From an optimization exercise on the open Yosys and OpenROAD flow, aimed at small area, a short achievable clock period and few clock cycles; shortcuts taken in it are not production practice.
No functional check of the RTL was part of this run.
Power and IR drop assume default switching activity.

[config.mk]
export PLATFORM = sky130hd
export DESIGN_NAME = fondant_dec
export DESIGN_NICKNAME = fondant_dec
export VERILOG_FILES = /design/flow/design.v
export SDC_FILE = /design/flow/constraint.sdc
export NUM_CORES = 4
export LEC_CHECK = 0
export ABC_CLOCK_PERIOD_IN_PS = 8000
export CAP_MARGIN = 20
export CORE_MARGIN = 2
export CORE_UTILIZATION = 40
export PLACE_DENSITY = 0.6
export SLEW_MARGIN = 20
[constraint.sdc]
create_clock -name core_clock -period 36.0 [get_ports {clk}]
set_input_delay 7.2000 -clock core_clock [delete_from_list [all_inputs] [get_ports {clk}]]
set_output_delay 7.2000 -clock core_clock [all_outputs]
set_load 0.01 [all_outputs]
[design.v]
module fondant_dec (
    input  wire        clk,
    input  wire        rst,
    input  wire        start,
    output wire        start_ready,
    input  wire [4:0]  s_depth,        
    input  wire [4:0]  s_k,            
    input  wire [3:0]  s_rows_m1,
    input  wire [5:0]  s_cols_m1,
    input  wire [15:0] s_len,          
    input  wire        in_valid,
    output wire        in_ready,
    input  wire [31:0] in_data,
    output reg         pix_valid,
    output reg  [15:0] pix_y,
    output reg         done
);
    localparam [1:0] S_IDLE  = 2'd0,
                     S_DIV   = 2'd1,
                     S_RUN   = 2'd2,
                     S_DRAIN = 2'd3;
    reg [1:0] state;
    reg       start_ready_r;
    reg       in_ready_r;
    assign start_ready = start_ready_r;
    assign in_ready    = in_ready_r;
    wire take_start = start & start_ready_r;
    reg [4:0]  b_r;
    reg [4:0]  k_r;
    reg [3:0]  rows_m1_r;
    reg [5:0]  cols_m1_r;
    reg [15:0] wleft;             
    wire [5:0] w6 = {k_r, 1'b1};
    wire [2:0] kbl = k_r[4] ? 3'd5 : k_r[3] ? 3'd4 : k_r[2] ? 3'd3 :
                     k_r[1] ? 3'd2 : k_r[0] ? 3'd1 : 3'd0;
    wire [4:0] bb  = b_r - {2'b00, kbl};
    reg [5:0]  dr;                
    reg [15:0] q;                 
    reg [3:0]  dcnt;
    wire       d_bit1 = ~((dcnt == 4'd0) & b_r[0]);
    wire [6:0] d_t1   = {dr, d_bit1};
    wire       d_q1   = (d_t1 >= {1'b0, w6});
    wire [5:0] d_r1   = d_q1 ? (d_t1[5:0] - w6) : d_t1[5:0];
    wire [6:0] d_t2   = {d_r1, 1'b1};
    wire       d_q2   = (d_t2 >= {1'b0, w6});
    wire [5:0] d_r2   = d_q2 ? (d_t2[5:0] - w6) : d_t2[5:0];
    wire [3:0] d_n    = b_r[4:1] + {3'd0, b_r[0]};      
    wire       d_last = (dcnt + 4'd1 == d_n);
    wire [16:0] a0_sum = {1'b0, q} + 17'd33;
    wire [20:0] a0     = (a0_sum[16:6] < 11'd2) ? 21'd2 : {10'd0, a0_sum[16:6]};
    reg [31:0] q0, q1, q2, q3;
    reg        v0, v1, v2, v3;
    reg [31:0] win;               
    reg        wv;
    reg [4:0]  pos;               
    reg [20:0] acc;               
    reg [4:0]  ncnt;              
    reg [3:0]  rpar;              
    reg [14:0] rmask;             
    reg        first;
    reg [3:0]  pi;                
    reg [5:0]  pj;                
    reg        pv;
    reg [15:0] pm;
    reg        pfirst, prow0, pcol0, plast;
    reg [5:0]  pcol;
    reg [4:0] u;
    integer   ui;
    always @* begin
        u = 5'd16;
        for (ui = 15; ui >= 0; ui = ui - 1)
            if (!win[31 - ui]) u = ui[4:0];
    end
    wire esc = u[4];
    wire [31:0] pre_r  = win >> (5'd16 - {1'b0, rpar});
    wire [31:0] fld_r  = pre_r >> (~u[3:0]);
    wire [15:0] low_r  = fld_r[15:0] & {1'b0, rmask};
    wire [18:0] u_sh   = {15'd0, u[3:0]} << rpar;
    wire [15:0] m_reg  = u_sh[15:0] | low_r;
    wire [15:0] fsrc   = first ? win[31:16] : win[15:0];
    wire [15:0] fld_b  = fsrc >> (5'd16 - bb);
    wire [15:0] mv     = (first | esc) ? fld_b : m_reg;
    wire [5:0]  flen   = first ? {1'b0, bb} :
                         esc   ? ({1'b0, bb} + 6'd16) :
                                 ({2'b00, rpar} + {1'b0, u} + 6'd1);
    wire [20:0] xsum   = acc + {5'd0, mv};
    wire        halve  = (ncnt == 5'd31);
    wire [20:0] a_nx   = first ? a0 : (halve ? {1'b0, xsum[20:1]} : xsum);
    wire [4:0]  n_nx   = first ? 5'd1 : (halve ? 5'd16 : ncnt + 5'd1);
    reg [15:0] rc;
    reg [3:0]  r_nx;
    integer    si;
    always @* begin
        for (si = 0; si < 16; si = si + 1)
            rc[si] = (a_nx <= ({16'd0, n_nx} << si)) || (si + 1 >= bb);
        r_nx = 4'd15;
        for (si = 15; si >= 0; si = si - 1)
            if (rc[si]) r_nx = si[3:0];
    end
    reg  [5:0] sc;                
    wire       ctake = pv & (pfirst | (pcol == sc));
    wire       pfree = ~pv | ctake;
    wire       dec   = (state == S_RUN) & wv & pfree;
    wire       p_last = (pi == rows_m1_r) & (pj == cols_m1_r);
    wire [5:0] pn    = {1'b0, pos} + (dec ? flen : 6'd0);
    wire       pop   = pn[5];
    wire [95:0] qcat = {q0, q1, q2};
    wire [95:0] qsh  = qcat << pn;
    wire [31:0] win_nx = qsh[95:64];
    wire allin = (wleft == 16'd0);
    wire ok0 = v0 | (allin & ~(v0 | v1 | v2 | v3));
    wire ok1 = v1 | (allin & ~(v1 | v2 | v3));
    wire ok2 = v2 | (allin & ~(v2 | v3));
    wire need0 = ~pn[5];
    wire need2 = pn[5] & (pn[4:0] != 5'd0);
    wire need1 = (pn != 6'd0);
    wire wv_nx = (~need0 | ok0) & (~need1 | ok1) & (~need2 | ok2);
    wire mv0 = ~v0 | pop;
    wire mv1 = ~v1 | mv0;
    wire mv2 = ~v2 | mv1;
    wire mv3 = ~v3 | mv2;
    wire acc_w = in_valid & in_ready_r;
    wire v0n = mv0 ? v1 : v0;
    wire v1n = mv1 ? v2 : v1;
    wire v2n = mv2 ? v3 : v2;
    wire v3n = in_ready_r ? in_valid : (mv3 ? 1'b0 : v3);
    wire [15:0] wleft_nx = wleft - {15'd0, acc_w};
    reg [15:0] ring [0:63];
    reg [15:0] cr;                
    reg [15:0] dreg;              
    wire [15:0] lc = cr;
    wire [15:0] uc = ring[63];
    wire [15:0] dc = dreg;
    wire [15:0] mx_lu = (lc > uc) ? lc : uc;
    wire [15:0] mn_lu = (lc > uc) ? uc : lc;
    wire [16:0] grad  = {1'b0, lc} + {1'b0, uc} - {1'b0, dc};
    reg  [16:0] pred;
    always @* begin
        if (prow0)
            pred = {1'b0, lc};
        else if (pcol0)
            pred = {1'b0, uc};
        else if (dc >= mx_lu)
            pred = {1'b0, mn_lu};
        else if (dc <= mn_lu)
            pred = {1'b0, mx_lu};
        else
            pred = grad;
    end
    wire [17:0] e18  = {18{pm[0]}} ^ {3'b000, pm[15:1]};
    wire [17:0] t0   = {1'b0, pred} + e18;
    wire [17:0] tp   = t0 + {2'b00, q} + 18'd1;
    wire [17:0] tm   = t0 + {2'b11, ~q};
    wire [15:0] code = pfirst ? pm :
                       t0[17] ? tp[15:0] :
                       (~tm[17]) ? tm[15:0] : t0[15:0];
    reg yv, ylast;
    wire [21:0] yraw = cr * w6 + {17'd0, k_r};
    wire [21:0] hmask = ~((22'd1 << b_r) - 22'd1);
    wire        yover = |(yraw & hmask);
    wire [15:0] maxv  = (17'd1 << b_r) - 17'd1;
    always @(posedge clk) begin
        if (rst) begin
            state         <= S_IDLE;
            start_ready_r <= 1'b1;
            in_ready_r    <= 1'b0;
            v0 <= 1'b0; v1 <= 1'b0; v2 <= 1'b0; v3 <= 1'b0;
            wv            <= 1'b0;
            pv            <= 1'b0;
            yv            <= 1'b0;
            pix_valid     <= 1'b0;
            done          <= 1'b0;
        end else begin
            pix_valid <= yv;
            done      <= yv & ylast;
            yv        <= ctake;
            if (dec)
                pv <= 1'b1;
            else if (ctake)
                pv <= 1'b0;
            case (state)
                S_IDLE: begin
                    v0 <= 1'b0; v1 <= 1'b0; v2 <= 1'b0; v3 <= 1'b0;
                    wv <= 1'b0;
                    if (take_start) begin
                        state         <= S_DIV;
                        start_ready_r <= 1'b0;
                        in_ready_r    <= 1'b1;
                    end
                end
                default: begin
                    v0 <= v0n; v1 <= v1n; v2 <= v2n; v3 <= v3n;
                    wv <= wv_nx;
                    in_ready_r <= ~(v0n & v1n & v2n & v3n) & (wleft_nx != 16'd0);
                    if (state == S_DIV && d_last)
                        state <= S_RUN;
                    if (dec && p_last)
                        state <= S_DRAIN;
                    if (state == S_DRAIN && !pv && !ctake) begin
                        state         <= S_IDLE;
                        start_ready_r <= 1'b1;
                    end
                end
            endcase
        end
    end
    always @(posedge clk) begin
        if (start_ready_r) begin
            b_r       <= s_depth;
            k_r       <= s_k;
            rows_m1_r <= s_rows_m1;
            cols_m1_r <= s_cols_m1;
            wleft     <= s_len;
        end else begin
            wleft     <= wleft_nx;
        end
        if (state == S_IDLE) begin
            dr   <= 6'd0;
            q    <= 16'd0;
            dcnt <= 4'd0;
        end else if (state == S_DIV) begin
            dr   <= d_r2;
            q    <= {q[13:0], d_q1, d_q2};
            dcnt <= dcnt + 4'd1;
        end
        if (mv0) q0 <= q1;
        if (mv1) q1 <= q2;
        if (mv2) q2 <= q3;
        if (in_ready_r) q3 <= in_data;
        win <= win_nx;
        pos <= (state == S_IDLE) ? 5'd0 : pn[4:0];
        if (state == S_IDLE) begin
            first <= 1'b1;
            pi    <= 4'd0;
            pj    <= 6'd0;
        end else if (dec) begin
            first <= 1'b0;
            acc   <= a_nx;
            ncnt  <= n_nx;
            rpar  <= r_nx;
            rmask <= ~rc[14:0];
            if (pj == cols_m1_r) begin
                pj <= 6'd0;
                pi <= pi + 4'd1;
            end else begin
                pj <= pj + 6'd1;
            end
        end
        if (dec) begin
            pm     <= mv;
            pfirst <= first;
            prow0  <= (pi == 4'd0);
            pcol0  <= (pj == 6'd0);
            plast  <= p_last;
            pcol   <= pj;
        end
        begin : ring_shift
            integer ri;
            for (ri = 63; ri > 0; ri = ri - 1)
                ring[ri] <= ring[ri - 1];
            ring[0] <= ctake ? code : ring[63];
        end
        sc <= (ctake & pfirst) ? 6'd1 : sc + 6'd1;
        if (ctake) begin
            cr    <= code;
            dreg  <= uc;
            ylast <= plast;
        end
        if (yv)
            pix_y <= yover ? maxv : yraw[15:0];
    end
endmodule
[run.sh]
#!/bin/bash
# synth_recipe.tcl (not shown) runs the flow's synth.tcl, then flattens the netlist and writes it again
# the make line also repeats each setting of config.mk as NAME=value (left out here)
make -C /OpenROAD-flow-scripts/flow DESIGN_CONFIG=/design/flow/config.mk WORK_HOME=/design/flow/orfs CLKGATE_MAP_FILE= SYNTH_SCRIPT=/design/flow/synth_recipe.tcl finish
==> notes.md <==
- Synthesis produced a netlist with a net count of approximately 5400.
- The top cell type by total area after synthesis is sky130_fd_sc_hd__dfxtp_1.
- In the routed design, unresolved DRC markers number 0.
- At the worst endpoint, the required time is between 30000 and 40000 ps.
- For this run, the post-layout net count is 5509.
- The maximum clock frequency is around 0.094 GHz.
- The synthesized flop and latch total is between 1000 and 1500.
- Across all hold checks on the routed design, the worst slack comes to between 300 and 400 ps.
- The repair_antennas step left the layout with diodes totalling 0.
- In this run the biggest area consumer among cell types represents between 40 and 50% of the synthesized area.
- The clock period could shrink to ~11000 ps.
- The path class of the tightest hold or removal check is flop to flop.
- IR analysis of the VDD net gives a maximum drop of approximately 0.042 mV.
- The final setup violation count is 0.
- The maximum buffer depth of the clock tree is 3.
- In this run, CTS created clock tree buffers numbering 139.
- Clock tree synthesis found a total of 1401 sinks.
- The cell row count is approximately 140.
- The wire length of the first global-routing pass is about 210 mm.
- The initial utilization of the core area, before any placement, comes to between 40 and 50%.
- The first detailed-routing pass took 5 iterations.
- The synthesized netlist cell count is around 5000.
- The cell area after synthesis is ~57000 um2.
- The total number of cells along the worst setup path is 40.
- Entering global routing, the biggest net connects a little over 80 pins.
- The setup clock skew after layout is 84.2 ps.
- The average size of a mapped cell is about 11 um2.
- The post-CTS setup-driven buffer insertion count is 0.
- The number of synthesized flops with an enable pin is between 200 and 300.
- The number of antenna violations at the first check in global routing is 1.
- The count of pins over their slew limit is 0.
- The detailed placer's ending HPWL is about 94 mm.
- The number of cells on the worst hold path is 0.
- Of all flip-flops after synthesis, the portion carrying an async set or reset was 0%.
- In the synthesized netlist the dominant register cell turns out to be sky130_fd_sc_hd__dfxtp_1.
- Data arrives at the worst endpoint at around 11000 ps.
- The worst reg-to-reg setup slack is between 20000 and 30000 ps.
- The endpoint identified for the worst register-to-register timing path is cr[12].
- The worst flop-to-flop path startpoint is cr[2].
- The area of the die is around 140000 um2.
- The path with the worst hold slack has its endpoint at ring[2][1].
- The DRC marker count from the first detailed-route iteration is between 2000 and 3000.
- The total via count in the routed design is between 30000 and 40000.
- Cells with a size suffix above 1 make up between 10% and 20% of the layout.
- The largest single stage delay on the critical path is roughly 660 ps.
- TritonCTS built the clock tree.
- The length in cells of the worst reg-to-reg path is 40.
- The hold path startpoint is ring[1][1].
- The number of unique standard cell types used by synthesis is 90.
- The type of the worst setup path is flop to flop.
- The fraction of the cycle the final worst path needs is 29.4%.
- The cell that appears most often on the critical path is sky130_fd_sc_hd__a21o_1.
- By area the synthesized netlist is led by sky130_fd_sc_hd__dfxtp_1, sky130_fd_sc_hd__edfxtp_1, sky130_fd_sc_hd__ha_1.
- Along the worst path, the maximum fanout reaches 34.
- The kind of end point of the critical path is a flop.
- The number of buffers and inverters on the critical path is 2.
- The total of cells resized after clock tree synthesis is 0.
- The wire length per cell is roughly 19 um.
- The hold buffer count at CTS is 0.
- In this run the tightest slew margin relative to its limit is 18.9%.
- The setup total negative slack is 0 ps.
- The count of port buffers added during placement is around 90.
- At the pin with the least slew margin, the transition time is 1210 ps.
- The y dimension of the die is around 380 um.
- CTS placed an instance of sky130_fd_sc_hd__clkbuf_16 at the clock tree root.
- The number of vias per cell after detailed routing is around 5.3.
- The detail route stage leaves a number of antenna-violating nets equal to 0.
- For this design, the slowest cell found on the critical path is sky130_fd_sc_hd__nor2_1.
- The number of max-capacitance violations reported is 0.
- The overall track demand over capacity in global routing is a little under a fifth.
- The later pin in the worst-skew pair is clocked with a latency of a little under 800 ps.
- Setup repair after global routing left no endpoint under its margin.
- In this run the standard cell core region covers roughly 140000 um2.
- The hold violation count in the final report came to 0.
- The sequential area share after synthesis is between 50% and 60%.
- The library cell used most frequently in the layout, excluding fill and tap cells, is sky130_fd_sc_hd__dfxtp_1.
- During I/O placement, the number of pins put on the boundary was a little over 90.
- From synthesis to final layout, the design area changed by 13.8%.
- Leaving out fill and tap cells, the most frequent cells in the layout are sky130_fd_sc_hd__dfxtp_1, sky130_fd_sc_hd__nand2_1, sky130_fd_sc_hd__nor2_1, sky130_fd_sc_hd__ha_1, sky130_fd_sc_hd__a21oi_1.
- The pre-CTS worst setup slack is 25530 ps.
- The run finished with no timing, DRC or antenna violations.
- After clock tree synthesis, the clock-pin slew on the worst setup and hold paths is 60 ps.
- The weighted congestion reported at the end of routability-driven placement is approximately 0.91.
- The routed design has approximately 130 mm of wire.
- The number of global-route vias before repair is about 37000.
- The total overflow left after global routing is 0.
- In this run the static leakage power is roughly 26 nW.
- The category of the worst setup path launch point is a flop.
- During synthesis, Yosys emitted a total of 2 warnings.
- The power per unit of standard cell area is approximately 58 nW/um2.
- Setup slack on the critical path of the routed design comes to about 25000 ps.
- The die outline width is 380 um.
- In this run the number of H-tree levels came out at 4.
- Broken down by cell family, the worst path's largest delay share belongs to compound AO/OA/AOI/OAI gates.
==> report_power, final <==
part	total (W)	switching, W	internal [W]
registers	0.00166	0.0000343	0.00163
clock network	0.00148	0.000621	0.000864
logic	0.000578	0.000336	0.000243
==> routing by layer <==
| layer | wire [um] | track usage (%) |
|---|---|---|
| met1 | 61200 | 25.2 |
| met2 | 59300 | 28.5 |
| met3 | 7160 | 2.94 |
| met4 | 3790 | 5.92 |
| met5 | 0 | 0 |
==> cells in the mapped netlist, types with 69 or more instances <==
cell and n:
sky130_fd_sc_hd__dfxtp_1 1133, sky130_fd_sc_hd__nand2_1 415, sky130_fd_sc_hd__nor2_1 313, sky130_fd_sc_hd__ha_1 303, sky130_fd_sc_hd__a21oi_1 277, sky130_fd_sc_hd__edfxtp_1 268
sky130_fd_sc_hd__inv_1 248, sky130_fd_sc_hd__o21ai_0 200, sky130_fd_sc_hd__mux2i_1 179, sky130_fd_sc_hd__clkbuf_1 162, sky130_fd_sc_hd__xnor2_1 101, sky130_fd_sc_hd__mux4_2 97
sky130_fd_sc_hd__nand3_1 89, sky130_fd_sc_hd__fa_1 84, sky130_fd_sc_hd__a211oi_1 75, sky130_fd_sc_hd__mux2_2 73, sky130_fd_sc_hd__nor3_1 69
==> kinds of logic after synthesis <==
logic type,Yosys count,synth area share (%)
buffers and inverters,469,3.19
adder cells (fa/ha/maj),387,9.69
AND/OR/NAND/NOR,1183,9.71
flip-flops,1401,54.4
XOR/XNOR,166,2.57
multiplexers,349,8.49
AO/OA/AOI/OAI,1021,12.0
==> registers in the layout, indices dropped and copies added, names as in the netlist, 6 cells and up <==
register	count
pix_y	16
wleft	16
q0	32
rmask	15
cr	16
acc	21
pj	6
q	16
cols_m1_r	6
pcol	6
ring	1024
q1	32
dr	6
q2	32
sc	6
dreg	16
win	32
pm	16
q3	32
==> final cells by class <==
cell class / count / area [um2]
Clock inverter: 60 / 948
Multi-Input combinational cell: 3106 / 24100
Sequential cell: 1401 / 30700
Inverter: 258 / 968
Timing Repair Buffer: 144 / 1310
Clock buffer: 187 / 3900
Tap cell: 1876 / 2350
Fill cell: 12900 / 75500
==> worst max-delay path by stage <==
| stage | from | endpoint | slack [ps] |
|---|---|---|---|
| 6_report | cr[2] | cr[12] | 25410 |
| 5_1_grt | cr[2] | cr[12] | 24710 |
| 4_1_cts | cr[2] | cr[12] | 25470 |
| 3_5_place_dp | cr[2] | cr[12] | 25530 |
| 3_3_place_gp | cr[2] | cr[12] | 25660 |
| 2_1_floorplan | cr[2] | cr[11] | 26790 |
==> through the flow <==
step	instances	instance area [um2]	util (%)	power, W
finish	7032	64300	46.0	0.00373
global route	7032	64300	46.0	0.00390
CTS	7032	64300	46.0	0.00377
detailed placement	6785	59500	42.5	0.00227
global placement	6785	59500	42.5	0.00227
floorplan	4976	56500	-	0.00211

==> port drivers added, routing unchanged <==
No port has a modelled driver above. Below, the same layout with a new extraction and two added sets of constraints. Step 1 assumes that a clkbuf_16 drives the clock port and a buf_2 every other input. Step 2 adds t to the input delays and takes it off the output delays; t is the mean of the earliest and latest rising clock arrival at the registers after step 1. Input paths then give back, and output paths get back, about the clock's delay inside the block. Three values: no drivers, after step 1, after step 2; two values: the first two.
t (ns): 0.803
slack for setup (ns): 25.414 / 25.414 / 25.414
worst register clock-pin slew, ns: 0.07 / 0.07
pins driven straight from the clock port: 1
After both steps this run still meets setup and hold. For this run, drivers alone change the setup slack by 0.000 ns; drivers and shift together by 0.000 ns.
